From an optimization exercise on the open Yosys and OpenROAD flow, aimed at small area; shortcuts taken in it are not production practice.
In this exercise RTL edits were held to simulation tests only and were not proved equivalent to the original.
No activity file was given, so power comes from the tool's default toggle rates.

v58:
Design fb_port, start of the top module:
module fb_port (
    input  wire        clk,
    input  wire        rst,               
    input  wire [35:0] time_now,          
    input  wire [3:0]  fb_in,             
    input  wire [1:0]  cfg_mode,          
    input  wire [7:0]  cfg_filt_n,
    input  wire [3:0]  cfg_pol,
    input  wire        cfg_dir,
    input  wire [7:0]  cfg_err_limit,
    input  wire [15:0] cfg_err_decay,     
    input  wire        cfg_alarm_en,
    input  wire [1:0]  cfg_z_mode,
    input  wire [2:0]  cfg_z_gate,
    input  wire [35:0] cfg_index_period,
    input  wire [15:0] cfg_index_tol,
    input  wire [15:0] cfg_hall_ill_t,    
    input  wire        z_arm,
    input  wire        fault_reset,
    input  wire [1:0]  latch_clr,
    output reg  [35:0] pos,
    output reg  [35:0] edge_time,
    output wire [3:0]  lines,
    output wire [7:0]  hall_sector,
    output reg  [7:0]  err_level,
    output reg  [35:0] err_count,
    output reg  [1:0]  latch,
    output reg  [35:0] index_pos,
    output reg  [35:0] index_time,
    output reg  [35:0] index_count,
    output wire [13:0] status
);
==> flow/config.mk <==
export PLATFORM = sky130hd
export DESIGN_NAME = fb_port
export DESIGN_NICKNAME = fb_port
export VERILOG_FILES = /design/flow/design.v
export SDC_FILE = /design/flow/constraint.sdc
export NUM_CORES = 4
export LEC_CHECK = 0
export CAP_MARGIN = 20
export CORE_MARGIN = 2
export CORE_UTILIZATION = 40
export SLEW_MARGIN = 20
==> flow/constraint.sdc <==
create_clock -name core_clock -period 12.0 [get_ports {clk}]
set_input_delay 2.4000 -clock core_clock [delete_from_list [all_inputs] [get_ports {clk}]]
set_output_delay 2.4000 -clock core_clock [all_outputs]
set_load 0.01 [all_outputs]
standard.sh (not shown) runs the stock make flow with config.mk's settings and CLKGATE_MAP_FILE= SYNTH_SCRIPT=/design/flow/synth_recipe.tcl, a recipe that flattens the netlist after the stock synthesis.
==> flow/flow/run.sh <==
#!/bin/bash
# Standard layout, with the smallest buffer on the ports, small clock
# buffers and no dummy clock-tree loads.
set -euo pipefail
export BUFFER_PORTS_ARGS="-buffer_cell sky130_fd_sc_hd__buf_1"
export CTS_ARGS="-sink_clustering_enable -repair_clock_nets -dont_use_dummy_load -buf_list sky130_fd_sc_hd__clkbuf_8 -sink_clustering_size 14 -sink_clustering_max_diameter 60"
bash standard.sh > standard.log 2>&1
Changes in v41 relative to v58:
==> flow/flow/run.sh <==
#!/bin/bash
# Standard layout, with the smallest buffer on the ports, small clock
# buffers and no dummy clock-tree loads.
set -euo pipefail
export BUFFER_PORTS_ARGS="-buffer_cell sky130_fd_sc_hd__buf_1"
export CTS_ARGS="-sink_clustering_enable -repair_clock_nets -dont_use_dummy_load -buf_list sky130_fd_sc_hd__clkbuf_4"
bash standard.sh > standard.log 2>&1
--- outcome ---
The wire length of the first global-routing pass in v41 was higher than what v58 gave. Sort v41 and v58 by hold slack, ascending, and v41 comes first. v41: filler cell count higher than v58. [compare] base=v58 new=v41: clock network power share has increased, fraction of the core area covered by cells at the end of the flow has increased, design area has increased, overall via count from detail_route has increased, combinational group share of total power has decreased. | global routing usage summed across all routing layers | higher: v41 |.
diff inputs: v41 => v46
==> flow/flow/run.sh <==
#!/bin/bash
# The standard layout (standard.sh) with three changes:
#  - synthesis maps logic with an area-oriented ABC script (flow/synth.tcl),
#  - the ports get the smallest buffer (buf_1),
#  - the clock tree uses clkbuf_4 in clusters of at most 9 sinks, without
#    dummy loads.
set -euo pipefail
export BUFFER_PORTS_ARGS="-buffer_cell sky130_fd_sc_hd__buf_1"
export CTS_ARGS="-sink_clustering_enable -repair_clock_nets -dont_use_dummy_load -buf_list sky130_fd_sc_hd__clkbuf_4 -sink_clustering_size 9 -sink_clustering_max_diameter 50"
bash standard.sh SYNTH_SCRIPT="$PWD/flow/synth.tcl" finish > standard.log 2>&1
==> flow/flow/abc_area.script (new file) <==
&get -n
&st
&syn2
&dch -f
&nf -R 1000
&put
==> flow/flow/synth.tcl (new file) <==
# The standard flow's synthesis (synth_recipe.tcl in the work folder, sourced unchanged)
# with one change: ABC maps the logic with the area-oriented script
# abc_area.script beside this file instead of ORFS's speed script.
set ::area_abc_script [file join [file dirname [file normalize [info script]]] abc_area.script]
proc abc {args} {
  set i [lsearch -exact $args -script]
  if {$i >= 0} { lset args [expr {$i + 1}] $::area_abc_script }
  yosys abc {*}$args
}
source [file join [file dirname [file dirname [file normalize [info script]]]] synth_recipe.tcl]
Compared with v41, v46 shows average routed wire per standard cell lower by 2.2%. The higher number of buffers created by CTS came out of v41. v46 vs v41: DRC violation total after the first TritonRoute iteration up in v46. Taking v41 as the reference, in v46 number of standard cells after synthesis down 10%, share of power burned in the clock network down 5.6 points, met3 wirelength from detailed routing down about 17%, worst setup slack down 0.82 ns. In the metrics for v41 and v46, the one carrying the lower layout cell share with drive strength beyond 1 is v46. Count of non-CTS buffers in the layout (v46 vs. v41) increases slightly. Sequential share of cell area: v41 and v46 compared, lower one is v41.
Setup changes, v46 to v18
==> flow/flow/run.sh <==
#!/bin/bash
# Standard layout, with the smallest buffer on the ports and no dummy
# clock-tree loads.
set -euo pipefail
export BUFFER_PORTS_ARGS="-buffer_cell sky130_fd_sc_hd__buf_1"
export CTS_ARGS="-sink_clustering_enable -repair_clock_nets -dont_use_dummy_load"
bash standard.sh > standard.log 2>&1
removed: flow/flow/abc_area.script
removed: flow/flow/synth.tcl
Findings:
Comparing v18 and v46, the lower power was measured on v46.
Summary of v18 over v46: post-synthesis share of cell area spent on and, or, nand and nor gates picked up an extra 0.82 points, layout cell share with drive strength beyond 1 neither gained nor lost much.
Diff v46 -> v18: count of cell instances traversed by the critical path now smaller; part of the total power dissipated in the clock network moved up.
Measured against each other, v18 and v46 differ in sequential portion of the cell area, the lower figure coming from v18.
Compared with v46, v18 shows a lower worst hold slack.

separate check: timing with driven ports:
The flow's constraints put no driver on any port. The routed layouts listed below were extracted and timed again, unchanged, in two steps.
Step 1: set_driving_cell puts a clkbuf_16 on clk and a buf_2 on each other input, an assumption about the parent block.
Step 2 adds t to the input delays and takes it off the output delays; t is the mean of the earliest and latest rising clock arrival at the registers after step 1. Input paths then give back, and output paths get back, about the clock's delay inside the block.
a / b / c = ideal ports / drivers / drivers and shift; a / b = the first two.
run	t, ns	setup slack, ns	worst hold slack (ns)	slew at the worst register clock pin (ns)
v58	0.665	1.900 / 1.933 / 1.267	0.408 / 0.408 / 0.408	0.09 / 0.09
v41	0.900	2.078 / 2.110 / 1.210	0.398 / 0.398 / 0.398	0.07 / 0.07
v46	0.825	1.256 / 1.275 / 0.450	0.408 / 0.408 / 0.408	0.11 / 0.11
v18	0.623	1.874 / 1.909 / 1.287	0.400 / 0.400 / 0.400	0.06 / 0.06
After both steps setup and hold are still met in every run listed. The setup slack of v41, which loses most, moves by +0.032 ns with the drivers and by -0.868 ns with both steps.
